Source: an optimization exercise on an open RTL-to-GDS flow (aim: small area and a short achievable clock period). Production flows keep margins and buffers that such runs may drop.
Power is estimated from default activity; no workload was simulated.

==> inputs of run P <==
// fmul36
module fmul36 (
    input  wire        clk,
    input  wire        rst,
    input  wire        in_valid,
    input  wire [35:0] a,
    input  wire [35:0] b,
    input  wire [2:0]  rm,
    input  wire        ftz,
    output reg         out_valid,
    output reg  [35:0] result,
    output reg         iv,
    output reg         of,
    output reg         uf,
    output reg         nx
);
    reg        v1;
    reg [35:0] a1, b1;       
    reg        az1, bz1;     
    reg [2:0]  rm1;
    reg        ftz1;
    always @(posedge clk) begin
        if (rst)
            v1 <= 1'b0;
        else
            v1 <= in_valid;
        a1   <= {a[35:26], ~a[25:0]};
        b1   <= {b[35:26], ~b[25:0]};
        az1  <= (a[34:26] == 9'd0);
        bz1  <= (b[34:26] == 9'd0);
        rm1  <= rm;
        ftz1 <= ftz;
    end
    wire        sa = a1[35];
    wire        sb = b1[35];
    wire [8:0]  ea = a1[34:26];
    wire [8:0]  eb = b1[34:26];
    wire [25:0] fan = a1[25:0];
    wire [25:0] fbn = b1[25:0];
    wire [25:0] fa = ~fan;
    wire [25:0] fb = ~fbn;
    wire a_sub  = az1;
    wire b_sub  = bz1;
    wire a_max  = (ea == 9'h1FF);
    wire b_max  = (eb == 9'h1FF);
    wire a_fnz  = (fa != 26'd0);
    wire b_fnz  = (fb != 26'd0);
    wire a_nan  = a_max & a_fnz;
    wire b_nan  = b_max & b_fnz;
    wire a_inf  = a_max & !a_fnz;
    wire b_inf  = b_max & !b_fnz;
    wire a_zero = a_sub & (!a_fnz | ftz1);
    wire b_zero = b_sub & (!b_fnz | ftz1);
    wire inv0   = (a_inf & b_zero) | (b_inf & a_zero);
    wire s      = sa ^ sb;
    wire sp     = a_nan | b_nan | a_inf | b_inf | a_zero | b_zero;
    wire sp_nan = a_nan | b_nan | inv0;
    wire sp_inf = a_inf | b_inf;
    wire sp_iv  = (a_nan & !fa[25]) | (b_nan & !fb[25]) | inv0;
    reg [1:0] rc;
    reg       ovf_inf;
    always @(*) begin
        case (rm1)
  ...
export LEC_CHECK = 0
export CAP_MARGIN = 20
export CORE_MARGIN = 2
export CORE_UTILIZATION = 40
export SLEW_MARGIN = 20
export SYNTH_HIERARCHICAL = 1
export SYNTH_MINIMUM_KEEP_SIZE = 0
create_clock -name core_clock -period 16.5 [get_ports {clk}]
run.sh (not shown) runs the stock make flow with config.mk's settings and CLKGATE_MAP_FILE= SYNTH_SCRIPT=/design/flow/synth_recipe.tcl, a recipe that flattens the netlist after the stock synthesis.
==> inputs of run D, as changes to run P <==
--- a/flow/design.v
+++ b/flow/design.v
@@ -1073,38 +1073,42 @@
         endcase
     end
     wire incn   = (rc3 == 2'd0) ? 1'b0 : (rc3 == 2'd1) ? (wv[0] | st2_3) : wv[0];
     wire cyn    = (&wv[27:1]) & incn;
     wire be0    = (dn1_3 & !wv[28]) | (dn2_3 & wv[27]);
     wire tiny   = dneg3 & !((dn1_3 & wv[28]) | (be0 & cyn));
-    wire [9:0]  ea1 = e1b3 + {9'd0, top};
-    wire [27:0] mr  = {1'b0, m} + {27'd0, inc};
+    wire [9:0]  ep  = e1b3 + {9'd0, top} + {9'd0, m[26]};
+    wire        c26 = inc & (&m[25:0]);
     reg          v4;
-    reg [27:0]   mr4;
+    reg [25:0]   m4;
+    reg          inc4, c26_4;
     reg          inx4, tiny4;
     reg [9:0]    ea4;
     reg          s4, ovf_inf4, ftz4;
     reg          sp4, sp_nan4, sp_inf4, sp_iv4;
     always @(posedge clk) begin
         if (rst)
             v4 <= 1'b0;
         else
             v4 <= v3;
-        mr4      <= mr;
+        m4       <= m[25:0];
+        inc4     <= inc;
+        c26_4    <= c26;
         inx4     <= inx;
         tiny4    <= tiny;
-        ea4      <= ea1;
+        ea4      <= ep;
         s4       <= s3;
         ovf_inf4 <= ovf_inf3;
         ftz4     <= ftz3;
         sp4      <= sp3;
         sp_nan4  <= sp_nan3;
         sp_inf4  <= sp_inf3;
         sp_iv4   <= sp_iv3;
     end
-    wire [10:0] ef  = {1'b0, ea4} + {9'd0, mr4[27], mr4[26]};
+    wire [25:0] mr  = m4 + {25'd0, inc4};
+    wire [10:0] ef  = {1'b0, ea4} + {10'd0, c26_4};
     wire        ovf = (ef >= 11'd511);
     reg [35:0] r_res;
     reg        r_iv, r_of, r_uf, r_nx;
     always @(*) begin
         r_iv = 1'b0; r_of = 1'b0; r_uf = 1'b0; r_nx = 1'b0;
         if (sp4) begin
@@ -1116,13 +1120,13 @@
             r_nx  = 1'b1;
         end else if (tiny4 & ftz4) begin
             r_res = {s4, 35'd0};
             r_uf  = 1'b1;
             r_nx  = 1'b1;
         end else begin
-            r_res = {s4, ef[8:0], mr4[25:0]};
+            r_res = {s4, ef[8:0], mr};
             r_uf  = tiny4 & inx4;
             r_nx  = inx4;
         end
     end
     always @(posedge clk) begin
         if (rst)
==> flow/flow/run.sh (new file) <==
#!/bin/bash
# The standard layout (bash standard.sh: the standard synthesis and ORFS
# from floorplan to finish), with every port buffered by buf_2 instead of
# the buffer buffer_ports picks by default.
set -euo pipefail
export BUFFER_PORTS_ARGS="-buffer_cell sky130_fd_sc_hd__buf_2"
bash standard.sh > standard.log 2>&1
==> flow/standard.sh (new file) <==
#!/bin/bash
# synth_recipe.tcl (not shown) runs the flow's synth.tcl, then flattens the netlist and writes it again
# the make line also repeats each setting of config.mk as NAME=value (left out here)
make -C /OpenROAD-flow-scripts/flow DESIGN_CONFIG=/design/flow/config.mk WORK_HOME=/design/flow/orfs CLKGATE_MAP_FILE= SYNTH_SCRIPT=/design/flow/synth_recipe.tcl "${@:-finish}"
removed: flow/run.sh
==> inputs of run E, as changes to run P <==
--- a/flow/design.v
+++ b/flow/design.v
@@ -86,40 +86,37 @@
             3'd4:    begin rc = 2'd3;             ovf_inf = 1'b1; end
             default: begin rc = 2'd3;             ovf_inf = 1'b0; end
         endcase
     end
     wire [26:0] ma = {!a_sub, fa};
     wire [26:0] mb = {!b_sub, fb};
-    function automatic [4:0] msb27(input [26:0] x);
+    function automatic [4:0] lzc27(input [26:0] x);
         integer k;
         begin
-            msb27 = 5'd0;
+            lzc27 = 5'd0;
             for (k = 0; k < 27; k = k + 1)
-                if (x[k]) msb27 = k[4:0];
+                if (x[k]) lzc27 = 5'd26 - k[4:0];
         end
     endfunction
     function automatic [4:0] tzc27(input [26:0] x);
         integer k;
         begin
             tzc27 = 5'd0;
             for (k = 26; k >= 0; k = k - 1)
                 if (x[k]) tzc27 = k[4:0];
         end
     endfunction
-    wire [4:0] msa = msb27(ma);
-    wire [4:0] msb = msb27(mb);
+    wire [4:0] lza = lzc27(ma);
+    wire [4:0] lzb = lzc27(mb);
     wire [4:0] tza = tzc27(ma);
     wire [4:0] tzb = tzc27(mb);
     wire [9:0] xa = a_sub ? 10'd1 : {1'b0, ea};
     wire [9:0] xb = b_sub ? 10'd1 : {1'b0, eb};
+    wire [9:0] xs = xa + xb;
+    wire [5:0] lz = lza + lzb;
     wire [5:0] tzs = {1'b0, tza} + {1'b0, tzb};
-    wire [4:0]  k0   = a_sub ? msa : msb;
-    wire signed [11:0] kt = 12'sd282 - $signed({2'b00, xa}) - $signed({2'b00, xb});
-    wire signed [11:0] d  = $signed({7'd0, k0}) - kt;
-    wire        dneg = (kt > $signed({7'd0, k0}));
-    wire [5:0]  ks   = !dneg ? {1'b0, k0} : ((kt > 12'sd63) ? 6'd63 : kt[5:0]);
     wire [26:0] man = {a_sub, fan};
     wire [26:0] mbn = {b_sub, fbn};
     wire [728:0] pp;
     genvar gi, gj;
     generate
         for (gi = 0; gi < 27; gi = gi + 1) begin : g_ppi
@@ -779,14 +776,14 @@
     fmul36_fa u_fa621 (.x(fc572), .y(fc526), .z(fs573), .s(fs621), .c(fc621));
     fmul36_fa u_fa622 (.x(fc573), .y(fc527), .z(fs574), .s(fs622), .c(fc622));
     fmul36_fa u_fa623 (.x(fc574), .y(pp[701]), .z(pp[727]), .s(fs623), .c(fc623));
     reg          v2;
     reg [53-1:0] csa_r;
     reg [52-1:0] csb_r;
-    reg [11:0]   d2;
-    reg [5:0]    ks2;
+    reg [9:0]    xs2;
+    reg [5:0]    lz2;
     reg [5:0]    tzs2;
     reg          s2, ovf_inf2, ftz2;
     reg [1:0]    rc2;
     reg          sp2, sp_nan2, sp_inf2, sp_iv2;
     always @(posedge clk) begin
         if (rst)
@@ -895,14 +892,14 @@
         csb_r[46] <= fs619;
         csb_r[47] <= fs620;
         csb_r[48] <= fs621;
         csb_r[49] <= fs622;
         csb_r[50] <= fs623;
         csb_r[51] <= pp[728];
-        d2       <= d;
-        ks2      <= ks;
+        xs2      <= xs;
+        lz2      <= lz;
         tzs2     <= tzs;
         s2       <= s;
         rc2      <= rc;
         ovf_inf2 <= ovf_inf;
         ftz2     <= ftz1;
         sp2      <= sp;
@@ -1017,19 +1014,23 @@
     assign yr[51] = csb_r[50];
     assign xr[52] = csa_r[52];
     assign yr[52] = csb_r[51];
     assign xr[53] = 1'b0;
     assign yr[53] = 1'b0;
     wire [53:0] prod = xr + yr;
-    wire        dneg2 = d2[11];
-    wire [9:0]  e1b  = dneg2 ? 10'd0 : d2[9:0];
-    wire        dn1  = (d2 == 12'hFFF);
-    wire        dn2  = (d2 == 12'hFFE);
-    wire        st2  = ({1'b0, tzs2} + 7'd2 < {1'b0, ks2});
+    wire signed [11:0] d  = $signed({2'b00, xs2}) - $signed({6'd0, lz2}) - 12'sd256;
+    wire signed [11:0] kt = 12'sd282 - $signed({2'b00, xs2});
+    wire [5:0]  k0   = 6'd26 - lz2;
+    wire        dneg = d[11];
+    wire [5:0]  ks   = !dneg ? k0 : ((kt > 12'sd63) ? 6'd63 : kt[5:0]);
+    wire [9:0]  e1b  = dneg ? 10'd0 : d[9:0];
+    wire        dn1  = (d == -12'sd1);
+    wire        dn2  = (d == -12'sd2);
+    wire        st2  = ({1'b0, tzs2} + 7'd2 < {1'b0, ks});
     wire [55:0] q    = {prod, 2'b00};
-    wire [55:0] qs   = q >> {ks2[5:2], 2'b00};
+    wire [55:0] qs   = q >> {ks[5:2], 2'b00};
     reg          v3;
     reg [32:0]   w3;
     reg [1:0]    ks3;
     reg [9:0]    e1b3;
     reg          dneg3, dn1_3, dn2_3, st2_3;
     reg          s3, ovf_inf3, ftz3;
@@ -1038,15 +1039,15 @@
     always @(posedge clk) begin
         if (rst)
             v3 <= 1'b0;
         else
             v3 <= v2;
         w3       <= qs[32:0];
-        ks3      <= ks2[1:0];
+        ks3      <= ks[1:0];
         e1b3     <= e1b;
-        dneg3    <= dneg2;
+        dneg3    <= dneg;
         dn1_3    <= dn1;
         dn2_3    <= dn2;
         st2_3    <= st2;
         s3       <= s2;
         rc3      <= rc2;
         ovf_inf3 <= ovf_inf2;
==> metrics.md <==
| Metric | Value |
|---|---|
| Status | `complete, no violations` |
| Period minus WS final | `5060 ps` |
| Met2 wire length | `48.1 mm` |
| Peak VDD IR | `0.121 mV` |
| Min-delay src | `sp2` |
| P&R area growth vs syn | `8.89%` |
| Worst setup path start | `a1[3]` |
| Internal | `3.78 mW` |
| Core area | `0.0838 mm^2` |
| R2R Path End | `ks2[0]` |
| Design Power | `7.24 mW` |
| Cells after Synth | `3483` |
| Fin nets | `4282` |
| Max incr delay on CP | `830 ps` |
| Routed len/inst | `22.4 um` |
| Synth Area in Adders | `0.411` |
| Critical path's slowest cell | `a211oi_1` |
| Multi-input gate area | `0.0253 mm^2` |
# the run above: run D

==> metrics.md <==
| Metric | Value |
|---|---|
| Cells after Synth | `3607` |
| Worst setup path start | `ks3[0]` |
| Max incr delay on CP | `560 ps` |
| Design Power | `7.27 mW` |
| Met2 wire length | `49.4 mm` |
| Status | `complete, no violations` |
| Core area | `0.0850 mm^2` |
| Peak VDD IR | `0.105 mV` |
| Critical path's slowest cell | `inv_2` |
| Period minus WS final | `4880 ps` |
| R2R Path End | `mr4[25]` |
# the run above: run P

==> metrics.md <==
| Metric | Value |
|---|---|
| Fin nets | `4478` |
| Met2 wire length | `50.9 mm` |
| Via count | `28.0k` |
| Cells after Synth | `3681` |
| P&R area growth vs syn | `10.6%` |
| Internal | `3.99 mW` |
| Min-delay src | `rc2[0]` |
| Critical path's slowest cell | `or4_4` |
| Routed len/inst | `22.8 um` |
| Peak VDD IR | `0.159 mV` |
| Status | `complete, no violations` |
| Worst setup path start | `ks3[1]` |
| Design Power | `7.71 mW` |
| Max incr delay on CP | `560 ps` |
| Period minus WS final | `4940 ps` |
| Peak Freq | `0.202 GHz` |
| Core area | `0.0865 mm^2` |
# the run above: run E

No functional check of the RTL was part of any run of this note.

==> re-timing with driven ports <==
In the flow no input, the clock included, has a driving cell. The finished layouts below were timed again as built, in two steps.
Step 1, drivers: a clkbuf_16 drives clk and a buf_2 each remaining input, both assumed.
Step 2 adds t to the input delays and takes it off the output delays; t is the mean of the earliest and latest rising clock arrival at the registers after step 1. Input paths then give back, and output paths get back, about the clock's delay inside the block.
a / b / c = ideal / step 1 / step 2; a / b = the first two.
| run | shift t [ns] | setup slack, ns | hold slack, ns | worst register clock-pin slew, ns |
|---|---|---|---|---|
| run P | 0.659 | 11.625 / 11.625 / 11.625 | 0.322 / 0.322 / 0.322 | 0.06 / 0.06 |
| run D | 0.665 | 11.445 / 11.445 / 11.445 | 0.325 / 0.325 / 0.325 | 0.07 / 0.07 |
| run E | 0.671 | 11.557 / 11.557 / 11.557 | 0.325 / 0.325 / 0.325 | 0.07 / 0.07 |
After both steps every run listed still meets setup and hold.
